From an optimization exercise on the open Yosys and OpenROAD flow, aimed at small area, a short achievable clock period and few clock cycles per item; shortcuts taken in it are not production practice. RTL that was checked went through simulation tests only; none was proved equivalent to the original.

==> job 608: inputs <==
// deq32
module deq32 (
  input  wire               clk,
  input  wire               rst,         
  input  wire               in_valid,
  output wire               in_ready,
  input  wire [1:0]         in_mode,     
  input  wire signed [31:0] in_p0,       
  input  wire signed [31:0] in_p1,
  input  wire signed [31:0] in_p2,
  input  wire signed [31:0] in_p3,
  input  wire signed [31:0] in_p4,
  input  wire signed [31:0] in_p5,
  input  wire signed [9:0]  in_c,        
  input  wire signed [9:0]  in_es,       
  output wire               out_valid,
  input  wire               out_ready,
  output wire [31:0]        out_f        
);
  wire signed [63:0] p0 = in_p0;
  wire signed [63:0] p1 = in_p1;
  wire signed [63:0] p2 = in_p2;
  wire signed [63:0] p3 = in_p3;
  wire signed [63:0] p4 = in_p4;
  wire signed [63:0] p5 = in_p5;
  reg signed [63:0] s;
  always @(*) begin
    case (in_mode)
      2'd2:    s = (p0 <<< 16) + (p1 <<< 8) + (p2 <<< 8) + p3;
      2'd3:    s = (p0 <<< 32) + (p1 <<< 24) + (p2 <<< 24)
                 + (p3 <<< 16) + (p4 <<< 16) + (p5 <<< 16);
      default: s = p0;
    endcase
  end
  wire        sign = s[63];
  wire [63:0] mag  = sign ? -s : s;
  reg  [5:0]  msb;
  integer i;
  always @(*) begin
    msb = 6'd0;
    for (i = 0; i < 63; i = i + 1)
      if (mag[i]) msb = i[5:0];
  end
  wire signed [11:0] k   = $signed({{2{in_c[9]}}, in_c}) - 12'sd9
                           + $signed({{2{in_es[9]}}, in_es});
  wire signed [11:0] exp_un = $signed({6'd0, msb}) + k;
  ...
==> module deq32, before the edit <==
module deq32 (
  input  wire               clk,
  input  wire               rst,         
  input  wire               in_valid,
  output wire               in_ready,
  input  wire [1:0]         in_mode,     
  input  wire signed [31:0] in_p0,       
  input  wire signed [31:0] in_p1,
  input  wire signed [31:0] in_p2,
  input  wire signed [31:0] in_p3,
  input  wire signed [31:0] in_p4,
  input  wire signed [31:0] in_p5,
  input  wire signed [9:0]  in_c,        
  input  wire signed [9:0]  in_es,       
  output wire               out_valid,
  input  wire               out_ready,
  output wire [31:0]        out_f        
);
  wire signed [63:0] p0 = in_p0;
  wire signed [63:0] p1 = in_p1;
  wire signed [63:0] p2 = in_p2;
  wire signed [63:0] p3 = in_p3;
  wire signed [63:0] p4 = in_p4;
  wire signed [63:0] p5 = in_p5;
  reg signed [63:0] s;
  always @(*) begin
    case (in_mode)
      2'd2:    s = (p0 <<< 16) + (p1 <<< 8) + (p2 <<< 8) + p3;
      2'd3:    s = (p0 <<< 32) + (p1 <<< 24) + (p2 <<< 24)
                 + (p3 <<< 16) + (p4 <<< 16) + (p5 <<< 16);
      default: s = p0;
    endcase
  end
  wire        sign = s[63];
  wire [63:0] mag  = sign ? -s : s;
  reg  [5:0]  msb;
  integer i;
  always @(*) begin
    msb = 6'd0;
    for (i = 0; i < 63; i = i + 1)
      if (mag[i]) msb = i[5:0];
  end
  wire signed [11:0] k   = $signed({{2{in_c[9]}}, in_c}) - 12'sd9
                           + $signed({{2{in_es[9]}}, in_es});
  wire signed [11:0] exp_un = $signed({6'd0, msb}) + k;
  wire signed [11:0] quant = (exp_un < -12'sd126) ? -12'sd149 : exp_un - 12'sd23;
  wire signed [11:0] lsh = k - quant;           
  wire signed [11:0] rsh = quant - k;           
  wire [6:0]   rsh_c = (rsh > 12'sd64) ? 7'd64 : rsh[6:0];
  wire [127:0] wide  = {mag, 64'd0} >> rsh_c;   
  wire [63:0]  rs_int   = wide[127:64];
  wire         rs_guard = wide[63];
  wire         rs_stick = |wide[62:0];
  wire [63:0]  rs_n     = rs_int + {63'd0, rs_guard && (rs_stick || rs_int[0])};
  wire [63:0]  ls_n     = mag << lsh[5:0];
  wire [24:0]  n = (lsh > 12'sd0) ? ls_n[24:0] : rs_n[24:0];
  wire         carry   = n[24];
  wire [23:0]  n_adj   = carry ? n[24:1] : n[23:0];
  wire signed [11:0] quant_adj = carry ? quant + 12'sd1 : quant;
  wire signed [11:0] bexp = quant_adj + 12'sd150;    
  reg  [31:0]  f;
  always @(*) begin
    if (mag == 64'd0)
      f = 32'd0;
    else if (!n_adj[23])
      f = {sign, 8'd0, n_adj[22:0]};              
    else if (bexp >= 12'sd255)
      f = {sign, 8'hFF, 23'd0};                   
    else
      f = {sign, bexp[7:0], n_adj[22:0]};
  end
  reg        valid_q;
  reg [31:0] f_q;
  assign in_ready  = !valid_q || out_ready;
  assign out_valid = valid_q;
  assign out_f     = f_q;
  always @(posedge clk) begin
    if (rst)
      valid_q <= 1'b0;
    else if (in_ready)
      valid_q <= in_valid;
  end
  always @(posedge clk) begin
    if (in_valid && in_ready)
      f_q <= f;
  end
endmodule
make LEC_CHECK=0 CAP_MARGIN=20 CORE_MARGIN=2 CORE_UTILIZATION=40 SLEW_MARGIN=20 finish   # period 24.0 ns
run.sh (not shown) runs the stock make flow with config.mk's settings and CLKGATE_MAP_FILE= SYNTH_SCRIPT=/design/flow/synth_recipe.tcl, a recipe that flattens the netlist after the stock synthesis.
==> job 4155 (differences from job 608) <==
==> flow/design.v (replaced) <==
module deq32 (
  input  wire               clk,
  input  wire               rst,         
  input  wire               in_valid,
  output wire               in_ready,
  input  wire [1:0]         in_mode,     
  input  wire signed [31:0] in_p0,       
  input  wire signed [31:0] in_p1,
  input  wire signed [31:0] in_p2,
  input  wire signed [31:0] in_p3,
  input  wire signed [31:0] in_p4,
  input  wire signed [31:0] in_p5,
  input  wire signed [9:0]  in_c,        
  input  wire signed [9:0]  in_es,       
  output wire               out_valid,
  input  wire               out_ready,
  output wire [31:0]        out_f        
);
  wire m23 = in_mode[1];
  wire m3  = in_mode[1] & in_mode[0];
  wire [31:0] a  = m23 ? {~in_p0[31], in_p0[30:0]} : 32'h80000000;
  wire [31:0] b1 = m23 ? {~in_p1[31], in_p1[30:0]} : 32'h80000000;
  wire [31:0] b2 = m23 ? {~in_p2[31], in_p2[30:0]} : 32'h80000000;
  wire [31:0] c0 = m23 ? {~in_p3[31], in_p3[30:0]} : {~in_p0[31], in_p0[30:0]};
  wire [31:0] c1 = m3  ? {~in_p4[31], in_p4[30:0]} : 32'h80000000;
  wire [31:0] c2 = m3  ? {~in_p5[31], in_p5[30:0]} : 32'h80000000;
  wire [47:0] t = {a, 16'd0} + {8'd0, b1, 8'd0} + {8'd0, b2, 8'd0}
                + {16'd0, c0} + {16'd0, c1} + {16'd0, c2} + 48'h7efe80000000;
  wire signed [11:0] kr = $signed({{2{in_c[9]}}, in_c}) + $signed({{2{in_es[9]}}, in_es})
                        + (m3 ? 12'sd132 : 12'sd116);
  wire [8:0] kb = (kr < -12'sd72) ? -9'sd72 : (kr > 12'sd255) ? 9'd255 : kr[8:0];
  reg         v1_q, valid_q;
  reg  [47:0] t_q;
  reg  [8:0]  kb_q;
  reg  [31:0] f_q;
  wire [31:0] f;
  wire en = out_ready | ~valid_q;
  assign in_ready  = en;
  assign out_valid = valid_q;
  assign out_f     = f_q;
  always @(posedge clk) begin
    if (rst) begin
      v1_q    <= 1'b0;
      valid_q <= 1'b0;
    end else if (en) begin
      v1_q    <= in_valid;
      valid_q <= v1_q;
    end
  end
  always @(posedge clk) begin
    if (en) begin
      t_q  <= t;
      kb_q <= kb;
      f_q  <= f;
    end
  end
  wire        sign = t_q[47];
  wire [46:0] v    = t_q[46:0] ^ {47{sign}};
  wire signed [9:0] nk   = -$signed({kb_q[8], kb_q});
  wire              deep = $signed(kb_q) < -9'sd47;      
  reg  [46:0] thm;
  integer i;
  always @(*)
    for (i = 0; i < 47; i = i + 1)
      thm[i] = $signed(nk) > i;
  wire [46:0] vm = v | thm;
  reg  [5:0]  q;
  always @(*) begin
    q = 6'd0;
    for (i = 0; i < 47; i = i + 1)
      if (vm[i]) q = i[5:0];
  end
  reg  [5:0]  tz;
  always @(*) begin
    tz = 6'd47;
    for (i = 46; i >= 0; i = i - 1)
      if (t_q[i]) tz = i[5:0];
  end
  wire        zero = (tz == 6'd47);
  wire [6:0]  sh = deep ? ~kb_q[6:0] : {1'b0, q};
  wire [95:0] s6 = {25'd0, v, {24{sign}}};
  wire [87:0] s5 = sh[6] ? s6[95:64] : s6[87:0];
  wire [55:0] s4 = sh[5] ? s5[87:32] : s5[55:0];
  wire [39:0] s3 = sh[4] ? s4[55:16] : s4[39:0];
  wire [31:0] s2 = sh[3] ? s3[39:8]  : s3[31:0];
  wire [27:0] s1 = sh[2] ? s2[31:4]  : s2[27:0];
  wire [25:0] s0 = sh[1] ? s1[27:2]  : s1[25:0];
  wire [24:0] win = sh[0] ? s0[25:1] : s0[24:0];
  wire [23:0] kv  = win[24:1];
  wire        gv  = win[0];
  wire        st  = ({1'b0, tz} + 7'd25) <= sh;
  wire        inc = sign ? (gv | (~st & kv[0])) : (gv & (st | kv[0]));
  wire [24:0] mant = {1'b0, kv} + {24'd0, inc};
  wire signed [10:0] ebase = $signed({5'd0, sh}) + $signed({{2{kb_q[8]}}, kb_q});
  wire signed [10:0] fexp  = ebase + 11'sd1 + $signed({9'd0, mant[24:23]});
  assign f = zero ? 32'd0 :
             (fexp >= 11'sd255) ? {sign, 8'hFF, 23'd0}
                                : {sign, fexp[7:0], mant[22:0]};
endmodule
==> flow/flow/run.sh (new file) <==
#!/bin/bash
# Standard ORFS layout, with repair_timing asked for a setup margin so that
# the layout's slack at the design's clock period is as large as it can be.
set -euo pipefail
bash standard.sh SETUP_SLACK_MARGIN=14 finish > standard_flow.log 2>&1
==> flow/standard.sh (new file) <==
#!/bin/bash
# synth_recipe.tcl (not shown) runs the flow's synth.tcl, then flattens the netlist and writes it again
# the make line also repeats each setting of config.mk as NAME=value (left out here)
make -C /OpenROAD-flow-scripts/flow DESIGN_CONFIG=/design/flow/config.mk WORK_HOME=/design/flow/orfs CLKGATE_MAP_FILE= SYNTH_SCRIPT=/design/flow/synth_recipe.tcl "${@:-finish}"
removed: flow/run.sh
==> comparison table <==
quantity                                                     job 608     job 4155
Status                                      timing/DRC/antenna clean  timing/DRC/antenna clean
Layout multi-input combinational cell count                    3,510        1,965
Buffers, non-clock                                               531          434
Met2 wire length                                             60.8 mm      39.1 mm
TritonCTS Buffers                                                  5            9
Peak clock frequency supported by timing                    43.2 MHz     98.8 MHz
Share of the core filled with cells in the final layout        0.483        0.542
Sum of routed wire segments on met1                          62.6 mm      34.6 mm
DP HPWL                                                       120 mm      62.9 mm
Area of the multi-input gates                            25,900 um^2  16,800 um^2
Total number of vias                                          35,800       20,600
Signal arrival time at the worst endpoint                  23,170 ps    10,270 ps
Transition time of the tightest slew-check pin               1020 ps      1100 ps
Met3 track demand over resource in global routing             0.0696       0.0460
Storage element area                                        981 um^2    2710 um^2
Testbench counts of job 608, summed over its fixed seeds: cycles 16,008, items 16,000.
The RTL of job 4155 was laid out without a check of its function.

## re-timing with driven ports
In the flow no input, the clock included, has a driving cell. The finished layouts below were timed again as built, in two steps.
Step 1 sets driving cells, clkbuf_16 on the clock port and buf_2 on the other inputs (assumed; they add their load-dependent delay and slew).
Step 2 adds t to the input delays and takes it off the output delays; t is the mean of the earliest and latest rising clock arrival at the registers after step 1. Input paths then give back, and output paths get back, about the clock's delay inside the block.
Three values: no drivers, after step 1, after step 2; two values: the first two.
run	shift t [ns]	setup slack, ns	hold slack, ns	worst setup path after step 2	worst data-port slew with drivers (ns)
job 608	0.314	0.825 / 0.833 / 0.519	0.516 / 0.516 / 0.516	input to register	0.11
job 4155	0.436	13.877 / 13.749 / 13.313	0.446 / 0.446 / 0.446	input to register	0.20
After both steps setup and hold are still met in every run listed. For job 4155, which loses most, drivers alone change the setup slack by -0.128 ns; drivers and shift together by -0.564 ns.
